This design comes from an exercise in tuning for small area, a short achievable clock period and few clock cycles on the open sky130 flow, not from production work. Function was checked by simulation only, so behaviour that the tests miss may differ from the original. No activity file was given, so power comes from the tool's default toggle rates.

<file path="design/flow/config.mk">
export PLATFORM = sky130hd
export DESIGN_NAME = weave_agen
export DESIGN_NICKNAME = weave_agen
export VERILOG_FILES = /design/flow/design.v
export SDC_FILE = /design/flow/constraint.sdc
export NUM_CORES = 4
export LEC_CHECK = 0
export CAP_MARGIN = 20
export CORE_MARGIN = 2
export CORE_UTILIZATION = 40
export CTS_BUF_LIST = sky130_fd_sc_hd__clkbuf_16
export CTS_CLUSTER_DIAMETER = 100
export CTS_CLUSTER_SIZE = 25
export SLEW_MARGIN = 20
</file>
<file path="design/flow/constraint.sdc">
create_clock -name core_clock -period 22.0 [get_ports {clk}]
set_input_delay 4.4000 -clock core_clock [delete_from_list [all_inputs] [get_ports {clk}]]
set_output_delay 4.4000 -clock core_clock [all_outputs]
set_load 0.01 [all_outputs]
</file>
<file path="design/flow/design.v">
module weave_agen (
    input  wire         clk,
    input  wire         rst,
    input  wire         start,
    input  wire [511:0] prog,
    input  wire [15:0]  m_elems,
    output wire         busy,
    output reg          valid,
    input  wire         ready,
    output reg  [21:0]  idx,
    output reg          last
);
    reg  [6:0]  S;
    reg  [15:0] M;              
    reg         flp;            
    reg  [2:0]  act;            
    reg  [11:0] nrl [0:2];      
    reg  [15:0] R   [0:2];      
    reg  [2:0]  f;              
    reg         bsy;            
    reg         run;            
    reg         ini;            
    reg         mul;            
    reg  [2:0]  mcnt;
    reg  [21:0] Q;
    reg  [6:0]  sc;             
    reg         wr;             
    reg         fin;            
    reg  [15:0] pos;            
    reg  [11:0] cnt [0:2];      
    reg  [21:0] sidx;
    reg         slast;
    reg         sfull;
    integer l;
    assign busy = bsy;
    wire [2:0] w;
    assign w[0] = act[0] && cnt[0] == 12'd1;
    assign w[1] = act[1] && cnt[1] == 12'd1;
    assign w[2] = act[2] && cnt[2] == 12'd1;
    wire [1:0] k = !w[0] ? 2'd0 : !w[1] ? 2'd1 : !w[2] ? 2'd2 : 2'd3;
    reg         klast, known;
    reg  [15:0] Rk;
    always @(*) begin
        case (k)
            2'd0: begin klast = !act[0]; known = f[0]; Rk = R[0]; end
            2'd1: begin klast = !act[1]; known = f[1]; Rk = R[1]; end
            2'd2: begin klast = !act[2]; known = f[2]; Rk = R[2]; end
            default: begin klast = 1'b1; known = 1'b1; Rk = 16'd1; end
        endcase
        if (klast) begin
            known = 1'b1;
            Rk    = 16'd1;
        end
    end
    wire [15:0] psum = Rk + pos;
    wire        mbit = sc[6];
    wire        mlast = (mcnt == 3'd0);
    reg  [21:0] a, b;
    reg         cin;
    always @(*) begin
        if (ini) begin
            a = Q;
            b = ~{6'd0, M};
            cin = 1'b1;
        end else if (mul) begin
            a = {Q[20:0], 1'b0};
            if (!mlast) begin
                b = mbit ? {6'd0, M} : 22'd0;
                cin = mbit;
            end else begin
                b = mbit ? 22'd0 : ~{6'd0, M};
                cin = 1'b0;
            end
        end else if (wr) begin
            a = Q;
            b = {6'd0, pos};
            cin = 1'b0;
        end else begin
            a = idx;
            b = flp ? ~{6'd0, M} : {6'd0, M};
            cin = !flp;
        end
    end
    wire [21:0] sum = a + b + {21'd0, cin};
    wire pos_end = (pos == M);
    wire gl = wr ? (S == 7'd1) && pos_end : (sc == 7'd2) && fin;
    wire gen  = run && !ini && !mul && !sfull;
    wire learn = gen && wr && !known;
    wire fire = gen && !(wr && !known);
    always @(posedge clk) begin
        if (rst) begin
            bsy <= 1'b0;
            run <= 1'b0;
            ini <= 1'b0;
            mul <= 1'b0;
        end else begin
            if (!bsy) begin
                if (start) begin
                    bsy <= 1'b1;
                    run <= 1'b1;
                    ini <= 1'b1;
                end
            end else if (valid && ready && last) begin
                bsy <= 1'b0;
            end
            if (fire && gl)
                run <= 1'b0;
            if (ini) begin
                ini <= 1'b0;
                mul <= flp;
            end
            if (mul && mlast)
                mul <= 1'b0;
        end
    end
    always @(posedge clk) begin
        if (rst) begin
            valid <= 1'b0;
            sfull <= 1'b0;
        end else if (!valid || ready) begin
            if (sfull) begin
                valid <= 1'b1;
                sfull <= 1'b0;
            end else begin
                valid <= fire;
            end
        end else if (fire) begin
            sfull <= 1'b1;
        end
    end
    always @(posedge clk) begin
        if (!valid || ready) begin
            if (sfull) begin
                idx  <= sidx;
                last <= slast;
            end else if (fire) begin
                idx  <= sum;
                last <= gl;
            end
        end else if (fire) begin
            sidx  <= sum;
            slast <= gl;
        end
    end
    always @(posedge clk) begin
        if (!run) begin
            S    <= prog[30:24];
            flp  <= prog[12];
            M    <= m_elems;
            act  <= {prog[34], prog[34] | (prog[33] & prog[32]), prog[34] | prog[33]};
            for (l = 0; l < 3; l = l + 1)
                nrl[l] <= prog[64 + 64*l +: 12];
            for (l = 0; l < 3; l = l + 1)
                R[l] <= ~prog[96 + 64*l +: 16];
            f    <= 3'd0;
            pos  <= 16'd0;
            Q    <= 22'd0;
            mcnt <= 3'd6;
            wr   <= 1'b1;
        end else if (ini) begin
            M    <= ~sum[15:0];
            for (l = 0; l < 3; l = l + 1)
                cnt[l] <= nrl[l];
            sc   <= S;
        end else if (mul) begin
            Q    <= sum;
            mcnt <= mcnt - 3'd1;
            sc   <= {sc[5:0], 1'b0};
        end else if (learn) begin
            for (l = 0; l < 3; l = l + 1)
                if (l == k) begin
                    R[l] <= ~psum;
                    f[l] <= 1'b1;
                end
        end else if (fire) begin
            if (wr) begin
                sc   <= S;
                wr   <= (S == 7'd1);
                fin  <= pos_end;
                pos <= psum;
                for (l = 0; l < 3; l = l + 1)
                    if (l < k)
                        cnt[l] <= nrl[l];
                    else if (l == k)
                        cnt[l] <= cnt[l] - 12'd1;
            end else begin
                sc   <= sc - 7'd1;
                wr   <= (sc == 7'd2);
            end
        end
    end
endmodule
</file>
<file path="design/flow/flow/run.sh">
#!/bin/bash
set -euo pipefail
export BUFFER_PORTS_ARGS="-buffer_cell sky130_fd_sc_hd__buf_1"
bash standard.sh > standard_flow.log 2>&1
</file>
<file path="design/flow/standard.sh">
#!/bin/bash
# synth_recipe.tcl (not shown) runs the flow's synth.tcl, then flattens the netlist and writes it again
# the make line also repeats each setting of config.mk as NAME=value (left out here)
make -C /OpenROAD-flow-scripts/flow DESIGN_CONFIG=/design/flow/config.mk WORK_HOME=/design/flow/orfs CLKGATE_MAP_FILE= SYNTH_SCRIPT=/design/flow/synth_recipe.tcl "${@:-finish}"
</file>
==> results of run 1 <==
[cell usage after synthesis (8+ instances only)]
| master | n |
|---|---|
| nand3_1 | 17 |
| a31oi_1 | 12 |
| inv_1 | 26 |
| xor2_1 | 20 |
| or3_1 | 8 |
| edfxtp_1 | 201 |
| a21oi_1 | 118 |
| o221a_2 | 16 |
| nand4_1 | 9 |
| nor3_1 | 34 |
| mux2_2 | 23 |
| a21o_1 | 13 |
| dfxtp_1 | 51 |
| mux2i_1 | 12 |
| o21ai_0 | 88 |
| and2_1 | 14 |
| xnor2_1 | 56 |
| a22oi_1 | 30 |
| a222oi_1 | 15 |
| ha_1 | 45 |
| nand2b_1 | 12 |
| clkbuf_1 | 49 |
| nor2_1 | 91 |
| nand2_1 | 161 |
[critical path, cell delays in order]
cell	delay, ns
buf_1	0.21
nand2b_1	0.25
o21a_1	0.58
buf_4	0.35
[layout make-up]
type	instances	share of cell area (%)
Antenna cell	1	0.01723
Clock inverter	8	0.3188
Inverter	28	0.7755
Clock buffer	15	2.585
Sequential cell	252	48.60
Multi-Input combinational cell	894	39.52
Tap cell	442	3.808
Timing Repair Buffer	154	4.368
[kinds of logic (layout without fill, tap and decap cells)]
| logic type | count (synthesis) | in the layout | synth area share, % |
|---|---|---|---|
| other cells | 0 | 1 | 0 |
| fa+ha+maj | 48 | 48 | 4.746 |
| simple gates | 385 | 385 | 13.79 |
| flops | 252 | 252 | 53.75 |
| compound gates | 350 | 350 | 17.07 |
| buf+inv | 85 | 205 | 2.688 |
| mux | 35 | 35 | 2.888 |
| xor+xnor | 76 | 76 | 5.070 |
[registers in the layout (all words and copies together) (netlist names), 3 cells and up]
name,count
sc,7
idx,22
Q,22
nrl,36
cnt,36
pos,16
sidx,22
M,16
act,3
R,48
f,3
mcnt,3
S,7
[per-stage QoR]
stage / setup WS, ns / total power, W / std cells / area, um^2
6_report: 16.40 / 0.001009 / 1794 / 14520
5_1_grt: 16.30 / 0.001056 / 1793 / 14520
4_1_cts: 16.42 / 0.001021 / 1793 / 14520
3_5_place_dp: 15.89 / 0.0007364 / 1770 / 14090
3_3_place_gp: 15.91 / 0.0007328 / 1769 / 14090
2_1_floorplan: 15.18 / 0.0006855 / 1231 / 13130
[metal layers]
| metal | vias up | global-route usage [%] |
|---|---|---|
| met5 | - | 0 |
| met4 | 0 | 4.635 |
| met2 | 243 | 30.35 |
| met3 | 37 | 2.654 |
| li1 | 4801 | - |
| met1 | 4642 | 26.35 |
[report_power, final]
| group | switching [W] | total [W] | internal (W) |
|---|---|---|---|
| combinational | 0.0000956 | 0.000153 | 0.0000574 |
| sequential | 0.0000170 | 0.000572 | 0.000555 |
| clock | 0.000157 | 0.000283 | 0.000126 |
[how the worst max path moves through the flow]
stage,cells past startpoint,slack (ns),to
final,4,16.40,last
after global routing,17,16.30,R[2][15]
after CTS,4,16.42,last
after detailed placement,4,15.89,last
after global placement,4,15.91,last
after floorplan,2,15.18,sidx[0]
==> run_results.csv, run 1 <==
group,metric,value,unit
yosys,yosysTopAreaCellShare,45.97,%
layout,area_growth_syn_to_layout,10.61,%
layout,n_fill_cell,3107,
timing,setup_viol,0,
worst_setup_path,critPathLaunch,"ready",
cts,clk_path_buf_depth,3,
timing,skew,0.03064,ns
hold_path,hold_path_depth,2,
hold_path,hold_path.class,"reg -> reg",
grt,grt_overflow_total,0,
power,vdd_ir_drop_max,0.00005123,V
worst_setup_path,rr_endpoint,"R[2][15]",
route,via_per_inst,5.420,
worst_setup_path,path_class,"in -> reg",
place,gp_congestion,0.8277,
cts,cts_buffers,14,
timing,fin_crit_sh,25.48,%
worst_setup_path,r2r_start,"cnt[0][1]",
floorplan,initial_core_util,40.45,%
worst_setup_path,crit_required,22.20,ns
cts,cts_resized,0,
yosys,syn_avg_cell_area,10.67,um^2
worst_setup_path,path_max_fanout,12,
yosys,synth_edf_count,201,
place,dp_hpwl,22870,um
layout,final_common_cell,"edfxtp_1",
route,route.top_layer_used,"met4",
cts,clock_latency,0.50,ns
layout,nets,1924,
floorplan,rows,66,
hold_path,min_to,"f[2]",
route,wl_met3,1665,um
floorplan,ioPinCount,557,
hold_path,hp-start,"f[2]",
yosys,synth.area.top_cells,"edfxtp_1 46%, dfxtp_1 7.8%, nand2_1 4.6%",
floorplan,die_h,185.2,um
job,drv_cap,0,
layout,multi_input_area,0.005739,mm^2
yosys,synth_cell_types,72,
layout,postLayoutCoreUtil,44.75,%
yosys,synth_fp_nets,1811,
yosys,async_reset_ff_share,0,%
timing,clock.fmax,0.1784,GHz
route,first_iter_violations,724,
route,wl_met1,15110,um
floorplan,core,0.03245,mm^2
timing,worstMarginPinSlew,0.9701,ns
yosys,yosys.area.top_type,"edfxtp_1",
timing,hold_viol_final,0,
route,wl,32730,um
yosys,ys_seq_elements,252,
grt,antenna_found_initial,1,
layout,seqCellArea,0.007058,mm^2
timing,setup_tns,0,ns
timing,drv_slew,0,
yosys,ys_seq_area_share,53.75,%
yosys,synthCells,1231,
yosys,synthFlopType,"edfxtp_1",
timing,whs,0.4512,ns
worst_setup_path,reg2reg_slack,16.78,ns
status,status,"complete, no violations",
route,firstDrtPassIters,5,
power,powerDensity,69.46,mW/mm^2
cts,postCtsSetupRepairBufs,0,
worst_setup_path,arrival,5.80,ns
layout,drive_gt1_share,7.550,%
place,io_buffer_count,139,
grt,grt_pass1_wl,50340,um
cts,htreeDepth,1,
grt,track_usage,18.69,%
floorplan,die_area,0.03429,mm^2
timing,rsz0062_at_grt,"false",
cts,clock-sinks,252,
power,leakagePower,5.022,nW
cts,tritoncts,"done",
cts,hold_buffers,0,
worst_setup_path,end_kind,"register",
route,drt.antenna.violating_nets,0,
grt,first_global_vias,9131,
cts,cts_root_buf,"clkbuf_16",
yosys,synth_area,0.01313,mm^2
route,routedWlPerCell,18.24,um
route,vias,9723,
timing,relSlewSlack,35.09,%
route,drc_errors,0,
layout,final_cell_mix,"201 x edfxtp_1, 161 x nand2_1, 139 x buf_1",
floorplan,die_x,185.2,um
yosys,synth-warning-count,4,
worst_setup_path,cp-start-kind,"primary input",
cts,clkTransAtPathRegs,0.10,ns
grt,grt_max_degree,75,
worst_setup_path,r2r_cells,17,
timing,fin_crit,5.605,ns
route,routed-wl-met2,15280,um
Testbench counts, summed over its fixed seeds: cycles 1,139,931.
==> run 2: changes to the inputs <==
--- a/design/flow/design.v
+++ b/design/flow/design.v
@@ -30,11 +30,17 @@
     reg  [11:0] cnt [0:2];      
-    reg  [21:0] sidx;
-    reg         slast;
-    reg         sfull;
+    reg         jgo;            
+    reg  [1:0]  kp;             
     integer l;
     assign busy = bsy;
-    wire [2:0] w;
-    assign w[0] = act[0] && cnt[0] == 12'd1;
-    assign w[1] = act[1] && cnt[1] == 12'd1;
-    assign w[2] = act[2] && cnt[2] == 12'd1;
+    reg  [2:0] w;
+    integer lw;
+    always @(*) begin
+        for (lw = 0; lw < 3; lw = lw + 1)
+            if (jgo && lw < kp)
+                w[lw] = 1'b0;
+            else if (jgo && lw == kp)
+                w[lw] = act[lw] && cnt[lw] == 12'd2;
+            else
+                w[lw] = act[lw] && cnt[lw] == 12'd1;
+    end
     wire [1:0] k = !w[0] ? 2'd0 : !w[1] ? 2'd1 : !w[2] ? 2'd2 : 2'd3;
@@ -86,5 +92,5 @@
     wire gl = wr ? (S == 7'd1) && pos_end : (sc == 7'd2) && fin;
-    wire gen  = run && !ini && !mul && !sfull;
+    wire gen  = run && !ini && !mul;
     wire learn = gen && wr && !known;
-    wire fire = gen && !(wr && !known);
+    wire fire = gen && !(wr && !known) && (!valid || ready);
     always @(posedge clk) begin
@@ -116,28 +122,11 @@
     always @(posedge clk) begin
-        if (rst) begin
+        if (rst)
             valid <= 1'b0;
-            sfull <= 1'b0;
-        end else if (!valid || ready) begin
-            if (sfull) begin
-                valid <= 1'b1;
-                sfull <= 1'b0;
-            end else begin
-                valid <= fire;
-            end
-        end else if (fire) begin
-            sfull <= 1'b1;
-        end
+        else if (!valid || ready)
+            valid <= fire;
     end
     always @(posedge clk) begin
-        if (!valid || ready) begin
-            if (sfull) begin
-                idx  <= sidx;
-                last <= slast;
-            end else if (fire) begin
-                idx  <= sum;
-                last <= gl;
-            end
-        end else if (fire) begin
-            sidx  <= sum;
-            slast <= gl;
+        if (fire) begin
+            idx  <= sum;
+            last <= gl;
         end
@@ -161,4 +150,2 @@
             M    <= ~sum[15:0];
-            for (l = 0; l < 3; l = l + 1)
-                cnt[l] <= nrl[l];
             sc   <= S;
@@ -180,7 +167,2 @@
                 pos <= psum;
-                for (l = 0; l < 3; l = l + 1)
-                    if (l < k)
-                        cnt[l] <= nrl[l];
-                    else if (l == k)
-                        cnt[l] <= cnt[l] - 12'd1;
             end else begin
@@ -191,2 +173,22 @@
     end
+    integer lc;
+    always @(posedge clk) begin
+        if (!run) begin
+            jgo <= 1'b0;
+        end else if (ini) begin
+            for (lc = 0; lc < 3; lc = lc + 1)
+                cnt[lc] <= nrl[lc];
+            jgo <= 1'b0;
+        end else begin
+            if (jgo)
+                for (lc = 0; lc < 3; lc = lc + 1)
+                    if (lc < kp)
+                        cnt[lc] <= nrl[lc];
+                    else if (lc == kp)
+                        cnt[lc] <= cnt[lc] - 12'd1;
+            jgo <= fire && wr;
+            if (fire && wr)
+                kp <= k;
+        end
+    end
 endmodule
==> run 2 against run 1 <==
  * Fmax barely moved
  * Via count fell by 1.5%
  * Critical path depth fell by 3
  * Sequential power fell by 7.2%
  * Largest cell class unchanged
==> run_results.csv, run 2 <==
group,metric,value,unit
yosys,syn_avg_cell_area,10.34,um^2
power,p_seq_share,56.3,%
cts,tritoncts,"done",
timing,worstMarginPinSlew,1.004,ns
grt,use_met1,26.95,%
layout,insertedDiodeCount,0,
cts,hold_buffers,0,
cts,clkTransAtPathRegs,0.10,ns
route,drc_errors,0,
worst_setup_path,cp_slowest_stage_delay,0.43,ns
timing,setup_tns,0,ns
yosys,yosysTopAreaCellShare,43.04,%
layout,nets,1911,
layout,final_common_cell,"edfxtp_1",
cts,clock_latency,0.50,ns
worst_setup_path,slowest_stage,"dfxtp_1",
yosys,synth_area,0.01256,mm^2
cts,cts_resized,0,
timing,skew,0.02058,ns
worst_setup_path,cp-start-kind,"register",
hold_path,hold_path.class,"reg -> reg",
place,io_buffer_count,139,
yosys,synthCells,1215,
timing,whs,0.4694,ns
yosys,synth_fp_nets,1798,
yosys,ys_seq_elements,231,
route,via_per_inst,5.537,
floorplan,ioPinCount,557,
floorplan,die_area,0.03283,mm^2
power,powerDensity,68.12,mW/mm^2
worst_setup_path,crit_family,"flip-flops",
worst_setup_path,path_class,"reg -> out",
job,drv_cap,0,
timing,relSlewSlack,32.84,%
floorplan,rows,64,
grt,grt_overflow_total,0,
yosys,async_reset_ff_share,0,%
layout,final_cell_mix,"180 x edfxtp_1, 139 x buf_1, 120 x nand2_1",
cts,cts_root_buf,"clkbuf_16",
cts,postCtsSetupRepairBufs,0,
cts,cts_buffers,13,
timing,fin_crit_sh,25.49,%
power,leakagePower,4.873,nW
power,vdd_ir_drop_max,0.00006114,V
cts,clock-sinks,231,
power,pwr-share-clk,27.5,%
worst_setup_path,crit_required,17.60,ns
timing,clock.fmax,0.1783,GHz
yosys,synth_cell_types,74,
layout,drive_gt1_share,4.798,%
grt,grt_pass1_wl,50020,um
timing,hold_viol_final,0,
status,status,"complete, no violations",
route,first_iter_violations,694,
cts,htreeDepth,1,
worst_setup_path,path_buf_inv,1,
route,wl,31920,um
worst_setup_path,arrival,1.21,ns
timing,rsz0062_at_grt,"false",
layout,area_growth_syn_to_layout,10.32,%
power,power_switching,0.0002653,W
place,gp_congestion,0.8669,
power,combPwrFrac,16.2,%
yosys,yosys.area.top_type,"edfxtp_1",
grt,track_usage,18.94,%
route,drt.antenna.violating_nets,0,
power,p_total,0.0009438,W
floorplan,core,0.03075,mm^2
layout,largestRegisters,"R (48), cnt (36), nrl (36)",
power,p_int,0.0006786,W
place,dp_hpwl,22600,um
cts,clk_path_buf_depth,3,
worst_setup_path,path_max_fanout,4,
yosys,synthTopCellsByCount,"180 x edfxtp_1, 120 x nand2_1, 116 x a21oi_1, 109 x nor2_1, 88 x o21ai_0",
floorplan,die_h,181.2,um
yosys,synth_edf_count,180,
grt,grt_max_degree,79,
worst_setup_path,crit_path_cell_trace,"buf_1",
grt,gr-usage-met3,2.036,%
timing,drv_slew,0,
yosys,synth-warning-count,4,
yosys,synthFlopType,"edfxtp_1",
grt,grt.busiest_layer,"met2",
layout,regMostFlops,"R",
route,routedWlPerCell,18.45,um
grt,first_global_vias,9133,
yosys,synth.area.top_cells,"edfxtp_1 43%, dfxtp_1 8.1%, ha_1 4.8%",
worst_setup_path,end_kind,"output pin",
grt,use_met2,31.26,%
floorplan,initial_core_util,40.84,%
route,firstDrtPassIters,5,
yosys,synth.most_common_cell,"edfxtp_1",
yosys,ys_seq_area_share,51.17,%
layout,largest_reg_flops,48,
grt,antenna_found_initial,0,
layout,n_fill_cell,2979,
floorplan,die_x,181.2,um
timing,setup_viol,0,
layout,multi_input_area,0.005796,mm^2
route,vias,9579,
power,p_sw_share,28.10,%
timing,fin_crit,5.608,ns
layout,seqCellArea,0.006427,mm^2
run 2: metal layers:
layer  part of all wire [%]  wire length [um]
met4                    1.8               569
met1                     47             14910
met2                     47             15010
met5                      0                 0
met3                    4.5              1432
run 2: power by group through the flow:
stage / registers (W) / logic (W) / clock network (W)
finish: 0.000531 / 0.000153 / 0.000260
global route: 0.000535 / 0.000170 / 0.000283
CTS: 0.000531 / 0.000154 / 0.000267
detailed placement: 0.000541 / 0.000153 / 0
global placement: 0.000541 / 0.000150 / 0
floorplan: 0.000534 / 0.000108 / 0
run 2: final timing paths:
path          from       to  slack [ns]  cells past startpoint
max          valid    valid       16.39                      1
min           f[0]     f[0]        0.47                      2
max reg2reg    ini  idx[20]       16.88                     14
min reg2reg   f[0]     f[0]        0.47                      2
run 2: cell type report:
type,instances,area share (%)
Inverter,30,0.8308
Clock buffer,13,2.348
Timing Repair Buffer,156,4.687
Sequential cell,231,46.39
Tap cell,396,3.576
Clock inverter,8,0.3431
Multi-Input combinational cell,896,41.83
run 2: kinds of logic after synthesis:
group / share of synthesized area [%]
adder cells (fa/ha/maj): 5.260
AND/OR/NAND/NOR: 12.89
multiplexers: 2.251
buffers and inverters: 2.799
AO/OA/AOI/OAI: 20.42
XOR/XNOR: 5.210
flip-flops: 51.17
run 2: through the flow:
stage                     worst slack (ns)  area, um^2  util [%]  std cells
final                                16.39       13860     45.06       1730
after global routing                 16.30       13860     45.06       1730
after detailed placement             15.92       13480     43.82       1708
after CTS                            16.37       13850     45.04       1729
after floorplan                      15.87       12560         -       1215
after global placement               15.95       13480     43.82       1708
Testbench counts of run 2, summed over its fixed seeds: cycles 1,139,931.
==> run 3: changes to the inputs <==
--- a/design/flow/design.v
+++ b/design/flow/design.v
@@ -18,3 +18,3 @@
     reg  [15:0] R   [0:2];      
-    reg  [2:0]  f;              
+    reg  [2:1]  f;              
     reg         bsy;            
@@ -50,3 +50,3 @@
         case (k)
-            2'd0: begin klast = !act[0]; known = f[0]; Rk = R[0]; end
+            2'd0: begin klast = !act[0]; known = 1'b1; Rk = R[0]; end
             2'd1: begin klast = !act[1]; known = f[1]; Rk = R[1]; end
@@ -141,5 +141,6 @@
                 nrl[l] <= prog[64 + 64*l +: 12];
-            for (l = 0; l < 3; l = l + 1)
+            R[0] <= prog[111:96];
+            for (l = 1; l < 3; l = l + 1)
                 R[l] <= ~prog[96 + 64*l +: 16];
-            f    <= 3'd0;
+            f    <= 2'd0;
             pos  <= 16'd0;
@@ -156,3 +157,3 @@
         end else if (learn) begin
-            for (l = 0; l < 3; l = l + 1)
+            for (l = 1; l < 3; l = l + 1)
                 if (l == k) begin
==> run 3 against run 2 <==
  * Sequential power increased by 3%
  * Register-to-register slack worse by 0.70 ns
  * Worst setup slack got worse by 0.21 ns
  * Wire length grew 4.7%
  * Via count rose by 2.8%
  * Critical path type is now reg -> reg
  * Fmax is 3.6% lower
  * Power grew 10%
  * Synthesized cell count down 0.41%
  * Final cell count is 0.75% lower
  * Still clean
  * Sequential share of layout area down 0.65 points
==> run_results.csv, run 3 <==
group,metric,value,unit
route,routedWlPerCell,19.46,um
timing,fin_crit,5.819,ns
timing,relSlewSlack,30.84,%
cts,htreeDepth,1,
yosys,yosysTopAreaCellShare,42.24,%
layout,largest_reg_flops,48,
yosys,ys_seq_elements,230,
worst_setup_path,crit_family,"simple AND/OR/NAND/NOR gates",
grt,grt_max_degree,72,
place,placed_area,0.01362,mm^2
grt,gr-usage-met3,2.423,%
power,vdd_ir_drop_max,0.00006712,V
timing,drv_slew,0,
route,firstDrtPassIters,7,
cts,clock-sinks,230,
timing,skew,0.01734,ns
timing,fin_crit_sh,26.45,%
hold_path,hold_path.class,"reg -> reg",
cts,clock_latency,0.49,ns
yosys,synth.area.top_cells,"edfxtp_1 42%, dfxtp_1 7.8%, ha_1 5.1%",
cts,clk_path_buf_depth,3,
power,powerDensity,74.33,mW/mm^2
worst_setup_path,path_class,"reg -> reg",
yosys,synthTopCellsByCount,"180 x edfxtp_1, 140 x nand2_1, 91 x nor2_1, 69 x a21oi_1, 65 x o21ai_0",
worst_setup_path,cp_slowest_stage_delay,0.61,ns
yosys,async_reset_ff_share,0,%
grt,antenna_found_initial,1,
layout,final_cell_mix,"180 x edfxtp_1, 140 x nand2_1, 139 x buf_1",
floorplan,die_x,182.9,um
status,status,"complete, no violations",
floorplan,core,0.03156,mm^2
yosys,synth.most_common_cell,"edfxtp_1",
worst_setup_path,cp-start-kind,"register",
yosys,ys_seq_area_share,50.06,%
cts,clkTransAtPathRegs,0.11,ns
timing,worst_slack,16.18,ns
floorplan,ioPinCount,557,
floorplan,rows,65,
floorplan,die_area,0.03344,mm^2
worst_setup_path,end_kind,"register",
worst_setup_path,arrival,6.03,ns
timing,setup_viol,0,
yosys,syn_avg_cell_area,10.58,um^2
floorplan,die_h,182.9,um
power,leakagePower,5.165,nW
yosys,synth_area,0.01280,mm^2
timing,setup_tns,0,ns
route,drt.antenna.violating_nets,0,
route,vias,9849,
grt,use_met1,26.86,%
yosys,synthFlopType,"edfxtp_1",
route,drc_errors,0,
yosys,synth_fp_nets,1797,
layout,n_fill_cell,3036,
cts,cts_resized,0,
layout,area_growth_syn_to_layout,9.503,%
timing,rsz0062_at_grt,"false",
cts,hold_buffers,0,
yosys,synth_cell_types,100,
grt,use_met2,31.85,%
timing,clock.fmax,0.1719,GHz
cts,postCtsSetupRepairBufs,0,
job,drv_cap,0,
grt,grt.busiest_layer,"met2",
cts,cts_root_buf,"clkbuf_16",
route,wl,33420,um
cts,tritoncts,"done",
yosys,synth-warning-count,4,
place,post-place-ws,15.70,ns
grt,first_global_vias,9543,
worst_setup_path,slowest_stage,"nand4b_1",
layout,final_cell_area,0.01401,mm^2
layout,final_common_cell,"edfxtp_1",
timing,hold_viol_final,0,
cts,cts_buffers,13,
place,gp_congestion,0.8966,
layout,largestRegisters,"R (48), cnt (36), nrl (36)",
route,via_per_inst,5.736,
floorplan,initial_core_util,40.56,%
worst_setup_path,path_buf_inv,1,
yosys,yosys.area.top_type,"edfxtp_1",
worst_setup_path,crit_required,22.21,ns
grt,grt_pass1_wl,51780,um
timing,worstMarginPinSlew,1.035,ns
grt,track_usage,19.51,%
layout,regMostFlops,"R",
yosys,synth_edf_count,180,
worst_setup_path,path_max_fanout,20,
grt,grt_overflow_total,0,
worst_setup_path,crit_path_cell_trace,"or3_4, or4_4, nor3_2, nand4b_1, o21ai_1, inv_1, ha_1, nand2b_1, nand4b_1, nor2_1, ha_1, a211oi_1, o21bai_1, a2111oi_2, o31ai_1, xnor2_1, mux2i_1",
layout,drive_gt1_share,6.621,%
layout,nets,1895,
yosys,synthCells,1210,
route,first_iter_violations,667,
place,dp_hpwl,23690,um
place,io_buffer_count,139,
run 3: cell types whose count changed after synthesis, sizes merged, moves of 18 or more:
| cell | before | now |
|---|---|---|
| a2bb2oi | 0 | 20 |
| nor2 | 109 | 91 |
| a21oi | 119 | 71 |
| o22ai | 5 | 26 |
| nand2 | 120 | 142 |
| a22oi | 62 | 3 |
run 3: path summary, 6_finish.rpt:
kind	depth (start not counted)	slack, ns	start	endpoint
setup / recovery	17	16.18	cnt[1][4]	R[2][15]
setup reg to reg	17	16.18	cnt[1][4]	R[2][15]
hold / removal	2	0.48	Q[9]	Q[9]
hold reg to reg	2	0.48	Q[9]	Q[9]
run 3: cell type report:
| class | instances | area, um^2 | area share (%) |
|---|---|---|---|
| inverter | 41 | 157.7 | 1.125 |
| clock buffer | 13 | 325.3 | 2.321 |
| timing repair buffer | 148 | 589.3 | 4.205 |
| clock inverter | 8 | 67.56 | 0.4821 |
| antenna | 1 | 2.502 | 0.01786 |
| tap | 402 | 503.0 | 3.589 |
| multi-input combinational | 874 | 5958 | 42.52 |
| sequential | 230 | 6410 | 45.74 |
run 3: worst reg2reg max path: stages, from the launching register on:
cell and delay [ns]:
edfxtp_1 0.44, or3_4 0.41, or4_4 0.46, nor3_2 0.14, nand4b_1 0.15, o21ai_1 0.29
inv_1 0.13, ha_1 0.52, nand2b_1 0.22, nand4b_1 0.61, nor2_1 0.43, ha_1 0.30
a211oi_1 0.23, o21bai_1 0.19, a2111oi_2 0.46, o31ai_1 0.15, xnor2_1 0.30, mux2i_1 0.13
run 3: metal layers:
layer / vias up / routed length [um] / share of wire (%)
met2: 282 / 15420 / 46
met1: 4764 / 15270 / 46
met3: 57 / 1599 / 4.8
met5: - / 0 / 0
li1: 4746 / - / -
met4: 0 / 1138 / 3.4
run 3: metrics by stage:
| stage | cells | hold slack, ns | power [W] | utilization, % |
|---|---|---|---|---|
| after detailed placement | 1695 | 0.4559 | 0.0007815 | 43.16 |
| after CTS | 1716 | 0.4790 | 0.001049 | 44.40 |
| after floorplan | 1210 | 0.4316 | 0.0007125 | - |
| after global placement | 1695 | 0.4473 | 0.0007769 | 43.14 |
| final | 1717 | 0.4803 | 0.001042 | 44.41 |
| after global routing | 1717 | 0.5030 | 0.001089 | 44.41 |
run 3: logic make-up after synthesis:
group / synth area share, %
AND/OR/NAND/NOR: 14.48
adder cells (fa/ha/maj): 5.553
XOR/XNOR: 5.270
flip-flops: 50.06
AO/OA/AOI/OAI: 19.55
multiplexers: 1.652
buffers and inverters: 3.432
run 3: report_power, final:
group | switching (W) | total (W) | leakage, nW | internal [W]
Clock | 0.000146 | 0.000268 | 0.207 | 0.000122
Sequential | 0.0000266 | 0.000546 | 2.17 | 0.000519
Combinational | 0.000144 | 0.000228 | 2.79 | 0.0000832
Total | 0.000317 | 0.00104 | 5.17 | 0.000724
Testbench counts of run 3, summed over its fixed seeds: cycles 1,138,719.
==> run 4: changes to the inputs <==
--- a/design/flow/design.v
+++ b/design/flow/design.v
@@ -18,3 +18,3 @@
     reg  [15:0] R   [0:2];      
-    reg  [2:1]  f;              
+    reg  [2:0]  f;              
     reg         bsy;            
@@ -32,2 +32,3 @@
     reg  [1:0]  kp;             
+    reg         vi;             
     integer l;
@@ -50,3 +51,3 @@
         case (k)
-            2'd0: begin klast = !act[0]; known = 1'b1; Rk = R[0]; end
+            2'd0: begin klast = !act[0]; known = f[0]; Rk = R[0]; end
             2'd1: begin klast = !act[1]; known = f[1]; Rk = R[1]; end
@@ -94,3 +95,4 @@
     wire learn = gen && wr && !known;
-    wire fire = gen && !(wr && !known) && (!valid || ready);
+    wire make = gen && !(wr && !known);
+    wire fire = make && (!vi || ready);
     always @(posedge clk) begin
@@ -108,3 +110,3 @@
                 end
-            end else if (valid && ready && last) begin
+            end else if (vi && ready && last) begin
                 bsy <= 1'b0;
@@ -123,6 +125,8 @@
         if (rst)
-            valid <= 1'b0;
-        else if (!valid || ready)
-            valid <= fire;
+            vi <= 1'b0;
+        else if (!vi || ready)
+            vi <= fire;
     end
+    always @(posedge clk)
+        valid <= !rst && (make || (vi && !ready));
     always @(posedge clk) begin
@@ -141,6 +145,5 @@
                 nrl[l] <= prog[64 + 64*l +: 12];
-            R[0] <= prog[111:96];
-            for (l = 1; l < 3; l = l + 1)
+            for (l = 0; l < 3; l = l + 1)
                 R[l] <= ~prog[96 + 64*l +: 16];
-            f    <= 2'd0;
+            f    <= 3'd0;
             pos  <= 16'd0;
@@ -157,3 +160,3 @@
         end else if (learn) begin
-            for (l = 1; l < 3; l = l + 1)
+            for (l = 0; l < 3; l = l + 1)
                 if (l == k) begin
==> run 4 against run 3 <==
  * Clock power up 7%
  * Sequential share of layout area up 1.7 points
  * Sequential power down 2%
  * Design area down 3.1%
  * Worst setup slack better by 0.092 ns
  * Count of clock-buffer cells in the layout up 2
  * Utilization up 0.33 points
  * Fmax up 1.6%
  * Synthesized cell count up 0.50%
  * Highest routed layer unchanged
==> run_results.csv, run 4 <==
group,metric,value,unit
cts,clock_latency,0.50,ns
yosys,yosysTopAreaCellShare,44.19,%
floorplan,die_area,0.03199,mm^2
yosys,synthFlopType,"edfxtp_1",
floorplan,initial_core_util,40.30,%
layout,largest_reg_flops,48,
worst_setup_path,cp-start-kind,"primary input",
layout,insertedDiodeCount,0,
worst_setup_path,reg2reg_slack,16.74,ns
place,io_buffer_count,139,
route,first_iter_violations,781,
grt,grt_overflow_total,0,
layout,regMostFlops,"R",
yosys,yosys.area.top_type,"edfxtp_1",
worst_setup_path,crit_path_cell_trace,"buf_1, nor2b_1, or3_1, inv_6, nand2_2, mux2_4",
grt,grt_max_degree,74,
worst_setup_path,rr_endpoint,"R[2][15]",
place,dp_hpwl,21720,um
layout,final_cell_mix,"181 x nand2_1, 180 x edfxtp_1, 139 x buf_1",
layout,nets,1914,
timing,fin_crit,5.727,ns
yosys,syn_avg_cell_area,10.06,um^2
grt,first_global_vias,8788,
layout,drive_gt1_share,4.182,%
cts,cts_root_buf,"clkbuf_16",
hold_path,hold_path_depth,2,
cts,htreeDepth,1,
worst_setup_path,end_kind,"register",
layout,final_cells,1735,
layout,largestRegisters,"R (48), cnt (36), nrl (36)",
timing,clock.fmax,0.1746,GHz
worst_setup_path,crit_required,22.39,ns
hold_path,hold_path.class,"reg -> reg",
worst_setup_path,path_buf_inv,2,
timing,hold_viol_final,0,
floorplan,rows,64,
status,status,"complete, no violations",
timing,drv_slew,0,
timing,relSlewSlack,31.72,%
layout,final_cell_area,0.01358,mm^2
yosys,synth_fp_nets,1799,
timing,fin_crit_sh,26.03,%
cts,clkTransAtPathRegs,0.10,ns
worst_setup_path,r2r_start,"cnt[0][0]",
yosys,synthTopCellsByCount,"181 x nand2_1, 180 x edfxtp_1, 128 x a21oi_1, 110 x nor2_1, 92 x o21ai_0",
yosys,synth_area,0.01223,mm^2
place,placed_area,0.01312,mm^2
route,via_per_inst,5.425,
yosys,synth-warning-count,4,
cts,postCtsSetupRepairBufs,0,
layout,area_growth_syn_to_layout,11.01,%
route,routedWlPerCell,18.05,um
cts,cts_resized,0,
power,p_total,0.0009739,W
grt,antenna_found_initial,0,
cts,hold_buffers,0,
layout,final_common_cell,"nand2_1",
job,drv_cap,0,
timing,setup_tns,0,ns
yosys,synth_edf_count,180,
power,powerDensity,71.73,mW/mm^2
floorplan,die_x,178.9,um
yosys,async_reset_ff_share,0,%
route,drt.antenna.violating_nets,0,
yosys,ys_seq_area_share,52.70,%
yosys,ys_seq_elements,232,
worst_setup_path,path_max_fanout,18,
yosys,synth.most_common_cell,"nand2_1",
timing,whs,0.4760,ns
route,firstDrtPassIters,5,
cts,clock-sinks,232,
worst_setup_path,path_class,"in -> reg",
worst_setup_path,r2r_cells,18,
timing,skew,0.02490,ns
floorplan,die_h,178.9,um
cts,clk_path_buf_depth,3,
worst_setup_path,arrival,6.12,ns
power,vdd_ir_drop_max,0.00004785,V
cts,tritoncts,"done",
timing,worstMarginPinSlew,1.022,ns
route,vias,9413,
worst_setup_path,critPathLaunch,"ready",
hold_path,min_to,"Q[7]",
place,gp_congestion,0.8574,
yosys,synthCells,1216,
worst_setup_path,slowest_stage,"or3_1",
grt,track_usage,19.13,%
timing,rsz0062_at_grt,"false",
yosys,synth.area.top_cells,"edfxtp_1 44%, dfxtp_1 8.5%, nand2_1 5.6%",
layout,n_fill_cell,2951,
timing,setup_viol,0,
cts,cts_buffers,14,
worst_setup_path,crit_family,"simple AND/OR/NAND/NOR gates",
route,drc_errors,0,
power,leakagePower,4.779,nW
floorplan,ioPinCount,557,
worst_setup_path,cp_slowest_stage_delay,0.70,ns
route,wl,31310,um
grt,grt_pass1_wl,47800,um
place,dp.cells,1711,
hold_path,hp-start,"Q[7]",
floorplan,core,0.03035,mm^2
yosys,synth_cell_types,64,
==> run 4: worst max-delay path by stage <==
stage,to,cells past startpoint
after global placement,pos[15],6
after CTS,pos[15],6
after floorplan,wr,4
after detailed placement,pos[15],6
after global routing,pos[15],6
final,pos[15],6
==> run 4: power breakdown <==
part	total, W	internal [W]	switching (W)	leakage (nW)
clock network	0.000287	0.000130	0.000158	0.241
logic	0.000153	0.0000543	0.0000984	2.37
registers	0.000534	0.000515	0.0000192	2.17
total	0.000974	0.000699	0.000275	4.78
==> run 4: worst register-to-register path: stages (launching register included) <==
cell and delay [ns]:
edfxtp_1 0.48, inv_1 0.10, ha_1 0.21, nor4bb_1 0.14
o2111ai_1 0.44, or2_1 0.73, nor2_1 0.12, buf_4 0.24
a22oi_1 0.18, a21oi_1 0.15, ha_1 0.34, a211oi_1 0.09
o21a_1 0.21, or3_1 0.42, a21o_1 0.21, a21boi_0 0.19
a2bb2oi_1 0.29, mux2i_1 0.33, o21ai_0 0.14
==> run 4: metrics by stage <==
stage                     utilization, %  worst slack [ns]
after floorplan                        -             15.26
after global placement             43.23             15.74
after detailed placement           43.23             15.72
after CTS                          44.73             16.26
after global routing               44.74             16.15
final                              44.74             16.27
==> run 4: area by class of cell <==
cell class	instances	area (um^2)	area share, %
Timing Repair Buffer	151	611.8	4.506
Tap cell	396	495.5	3.649
Sequential cell	232	6447	47.48
Inverter	26	105.1	0.7741
Clock buffer	15	375.4	2.764
Clock inverter	9	80.08	0.5898
Multi-Input combinational cell	906	5463	40.23
==> run 4: logic make-up (layout without fill, tap and decap cells) <==
kind of cell,count (synthesis),in the layout,synth area share [%]
buf+inv,78,201,2.741
xor+xnor,77,77,5.514
mux,12,12,1.033
simple gates,406,406,14.79
compound gates,360,360,17.82
fa+ha+maj,51,51,5.401
flops,232,232,52.70
==> run 4: layer usage <==
metal,global-route usage [%],wire (um),vias up
met5,0,0,-
met4,4.573,595,0
met3,2.014,1367,31
met2,31.27,14650,229
met1,27.22,14700,4479
li1,-,-,4674
Testbench counts of run 4, summed over its fixed seeds: cycles 1,139,931.
==> run 5: changes to the inputs <==
--- a/design/flow/design.v
+++ b/design/flow/design.v
@@ -132,3 +132,3 @@
     always @(posedge clk) begin
-        if (fire) begin
+        if (!vi || ready) begin
             idx  <= sum;
==> run 5 against run 4 <==
  * Final cell count shrank 0.35%
  * Critical path depth grew 10
  * Worst setup slack lost 0.084 ns
  * Register-to-register slack lost 0.55 ns
  * Clock power is essentially flat
  * Global-route usage shrank 0.10 points
  * Die area grew 0.96%
  * Via count grew 0.14%
  * Design area grew 0.77%
  * Non-clock buffer count grew 1
  * Critical path type is now reg -> reg
  * Critical endpoint is now R[2][15]
==> run_results.csv, run 5 <==
group,metric,value,unit
cts,cts_resized,0,
worst_setup_path,cp-start-kind,"register",
yosys,yosys.area.top_type,"edfxtp_1",
hold_path,hold_path.class,"reg -> reg",
worst_setup_path,crit_path_cell_trace,"or4_4, nand2b_4, or3_4, and2b_1, and2_1, nand2_1, a21oi_1, ha_1, a211oi_1, o21a_1, nor3_1, a2111oi_1, a31o_2, o21ai_0, xnor2_1, mux2i_1",
cts,hold_buffers,0,
timing,fin_crit,5.811,ns
layout,largestRegisters,"R (48), cnt (36), nrl (36)",
route,wl,31670,um
power,combPwrFrac,16.9,%
cts,postCtsSetupRepairBufs,0,
floorplan,ioPinCount,557,
cts,clock-sinks,232,
yosys,synthTopCellsByCount,"180 x edfxtp_1, 151 x nand2_1, 114 x nor2_1, 113 x a21oi_1, 95 x o21ai_0",
route,routedWlPerCell,18.31,um
layout,drive_gt1_share,3.979,%
power,pwr-share-clk,28.5,%
layout,final_cell_mix,"180 x edfxtp_1, 151 x nand2_1, 139 x buf_1",
yosys,ys_seq_area_share,52.19,%
layout,final_cell_area,0.01368,mm^2
power,leakagePower,4.784,nW
route,first_iter_violations,723,
worst_setup_path,arrival,6.02,ns
route,drc_errors,0,
yosys,synth.most_common_cell,"edfxtp_1",
layout,regMostFlops,"R",
cts,cts_root_buf,"clkbuf_16",
floorplan,core,0.03051,mm^2
timing,clock.fmax,0.1721,GHz
timing,rsz0062_at_grt,"false",
yosys,ys_seq_elements,232,
grt,grt_overflow_total,0,
yosys,synth-warning-count,4,
route,via_per_inst,5.452,
timing,hold_viol_final,0,
power,p_int,0.0007116,W
place,dp_hpwl,22570,um
floorplan,die_area,0.03230,mm^2
worst_setup_path,path_class,"reg -> reg",
layout,area_growth_syn_to_layout,10.78,%
status,status,"complete, no violations",
worst_setup_path,cp_slowest_stage_delay,0.70,ns
job,drv_cap,0,
yosys,yosysTopAreaCellShare,43.76,%
grt,grt_max_degree,82,
worst_setup_path,slowest_stage,"a2111oi_1",
route,drt.antenna.violating_nets,0,
yosys,synth_edf_count,180,
cts,clk_path_buf_depth,3,
worst_setup_path,path_buf_inv,0,
cts,htreeDepth,1,
worst_setup_path,crit_required,22.21,ns
floorplan,die_x,179.7,um
cts,clkTransAtPathRegs,0.10,ns
timing,relSlewSlack,32.06,%
timing,worstMarginPinSlew,1.015,ns
yosys,synth_area,0.01235,mm^2
yosys,synth_cell_types,67,
cts,clock_latency,0.50,ns
worst_setup_path,crit_family,"simple AND/OR/NAND/NOR gates",
yosys,async_reset_ff_share,0,%
grt,first_global_vias,9122,
route,firstDrtPassIters,5,
yosys,syn_avg_cell_area,10.21,um^2
power,p_sw_share,29.00,%
timing,setup_viol,0,
timing,fin_crit_sh,26.41,%
floorplan,rows,64,
timing,skew,0.02418,ns
timing,drv_slew,0,
grt,grt_pass1_wl,49350,um
timing,setup_tns,0,ns
cts,cts_buffers,14,
yosys,synthCells,1210,
place,io_buffer_count,139,
cts,tritoncts,"done",
yosys,synth.area.top_cells,"edfxtp_1 44%, dfxtp_1 8.4%, ha_1 4.9%",
layout,n_fill_cell,2924,
power,p_seq_share,54.6,%
floorplan,initial_core_util,40.49,%
layout,nets,1907,
floorplan,die_h,179.7,um
layout,largest_reg_flops,48,
route,vias,9426,
worst_setup_path,path_max_fanout,17,
yosys,synthFlopType,"edfxtp_1",
grt,antenna_found_initial,2,
worst_setup_path,end_kind,"register",
power,power_switching,0.0002907,W
power,vdd_ir_drop_max,0.00003648,V
yosys,synth_fp_nets,1793,
power,powerDensity,73.25,mW/mm^2
place,gp_congestion,0.8872,
grt,track_usage,19.03,%
layout,final_common_cell,"edfxtp_1",
place,placed_area,0.01323,mm^2
==> run 5: cell types whose count changed after synthesis, moves of 4 or more <==
| cell | change |
|---|---|
| xor2_1 | -6 |
| xnor2_1 | +9 |
| a31oi_1 | +4 |
| a21oi_1 | -15 |
| mux2i_1 | +13 |
| nand2_1 | -30 |
| buf_6 | -5 |
| nor2_1 | +4 |
==> run 5: power groups by stage <==
| stage | registers, W | clock network [W] | logic (W) |
|---|---|---|---|
| after global routing | 0.000552 | 0.000309 | 0.000188 |
| after floorplan | 0.000553 | 0 | 0.000112 |
| after detailed placement | 0.000557 | 0 | 0.000170 |
| final | 0.000547 | 0.000286 | 0.000170 |
| after CTS | 0.000547 | 0.000295 | 0.000171 |
| after global placement | 0.000557 | 0 | 0.000168 |
==> run 5: layer usage <==
layer  routed length (um)  vias to the layer above  part of all wire (%)  GRT usage, %
met5                   12                        -                 0.038             0
met4                  828                        2                   2.6         5.431
met3                 1483                       49                   4.7         3.079
met2                15000                      196                    47         31.45
met1                14340                     4493                    45         25.87
li1                     -                     4686                     -             -
==> run 5: worst reg2reg max path, delay by kind of cell (launching register included) <==
family | cells | cell delay [ns]
fa+ha+maj | 1 | 0.30
xor+xnor | 1 | 0.34
flops | 1 | 0.47
simple gates | 7 | 2.26
mux | 1 | 0.12
compound gates | 6 | 2.05
==> run 5: area by class of cell <==
cell class              count  area, um^2  share of cell area (%)
diodes                      1       2.502                 0.01829
inverters                  26       100.1                  0.7315
flip-flops and latches    232        6447                   47.12
repair buffers            152       619.3                   4.526
clock buffers              15       375.4                   2.743
well taps                 396       495.5                   3.621
multi-input cells         898        5572                   40.72
clock inverters             9       71.32                  0.5212
==> run 5: per-stage QoR <==
stage          hold WS [ns]  setup slack (ns)  total power [W]  std cells  util, %
2_1_floorplan        0.4227             15.74        0.0006648       1210        -
3_3_place_gp         0.4328             15.90        0.0007243       1704    43.37
3_5_place_dp         0.4372             15.89        0.0007270       1704    43.37
4_1_cts              0.4525             15.99         0.001014       1728    44.84
5_1_grt              0.4884             15.71         0.001049       1728    44.84
6_report             0.4545             16.19         0.001002       1729    44.85
==> run 5: path summary, 6_finish.rpt <==
path,from,endpoint,slack (ns),cells after the start
worst min register to register,f[0],f[0],0.45,2
worst max-delay path,cnt[1][2],R[2][15],16.19,16
worst max register to register,cnt[1][2],R[2][15],16.19,16
worst min-delay path,f[0],f[0],0.45,2
==> run 5: kinds of logic after synthesis <==
kind of cell,Yosys count,share of synthesized area (%)
compound gates,357,17.77
mux,25,2.077
buf+inv,80,2.715
fa+ha+maj,51,5.349
simple gates,385,14.23
flops,232,52.19
xor+xnor,80,5.673
Testbench counts of run 5, summed over its fixed seeds: cycles 1,139,931.

[separate check: timing with driven ports]
The flow's constraints put no driver on any port. The routed layouts listed below were extracted and timed again, unchanged, in two steps. Step 1 assumes that a clkbuf_16 drives the clock port and a buf_2 every other input. Step 2, shift: input delay + t, output delay - t, t = (earliest + latest rising clock arrival at the registers) / 2. This alone moves slack from input paths to output paths. Slacks: no drivers / after step 1 / after step 2; pairs: no drivers / after step 1.
| run | t, ns | slack for setup (ns) | slew at the worst register clock pin (ns) | worst data-port slew with drivers (ns) |
|---|---|---|---|---|
| run 1 | 0.538 | 16.395 / 16.402 / 15.883 | 0.10 / 0.10 | 0.10 |
| run 2 | 0.540 | 16.392 / 16.342 / 15.935 | 0.11 / 0.11 | 0.07 |
| run 3 | 0.530 | 16.181 / 16.181 / 15.660 | 0.11 / 0.11 | 0.09 |
| run 4 | 0.536 | 16.273 / 16.300 / 15.764 | 0.11 / 0.11 | 0.08 |
| run 5 | 0.542 | 16.189 / 16.189 / 15.877 | 0.11 / 0.11 | 0.10 |
After both steps every run listed still meets setup and hold. For run 3, which loses most, drivers alone change the setup slack by 0.000 ns; drivers and shift together by -0.521 ns.
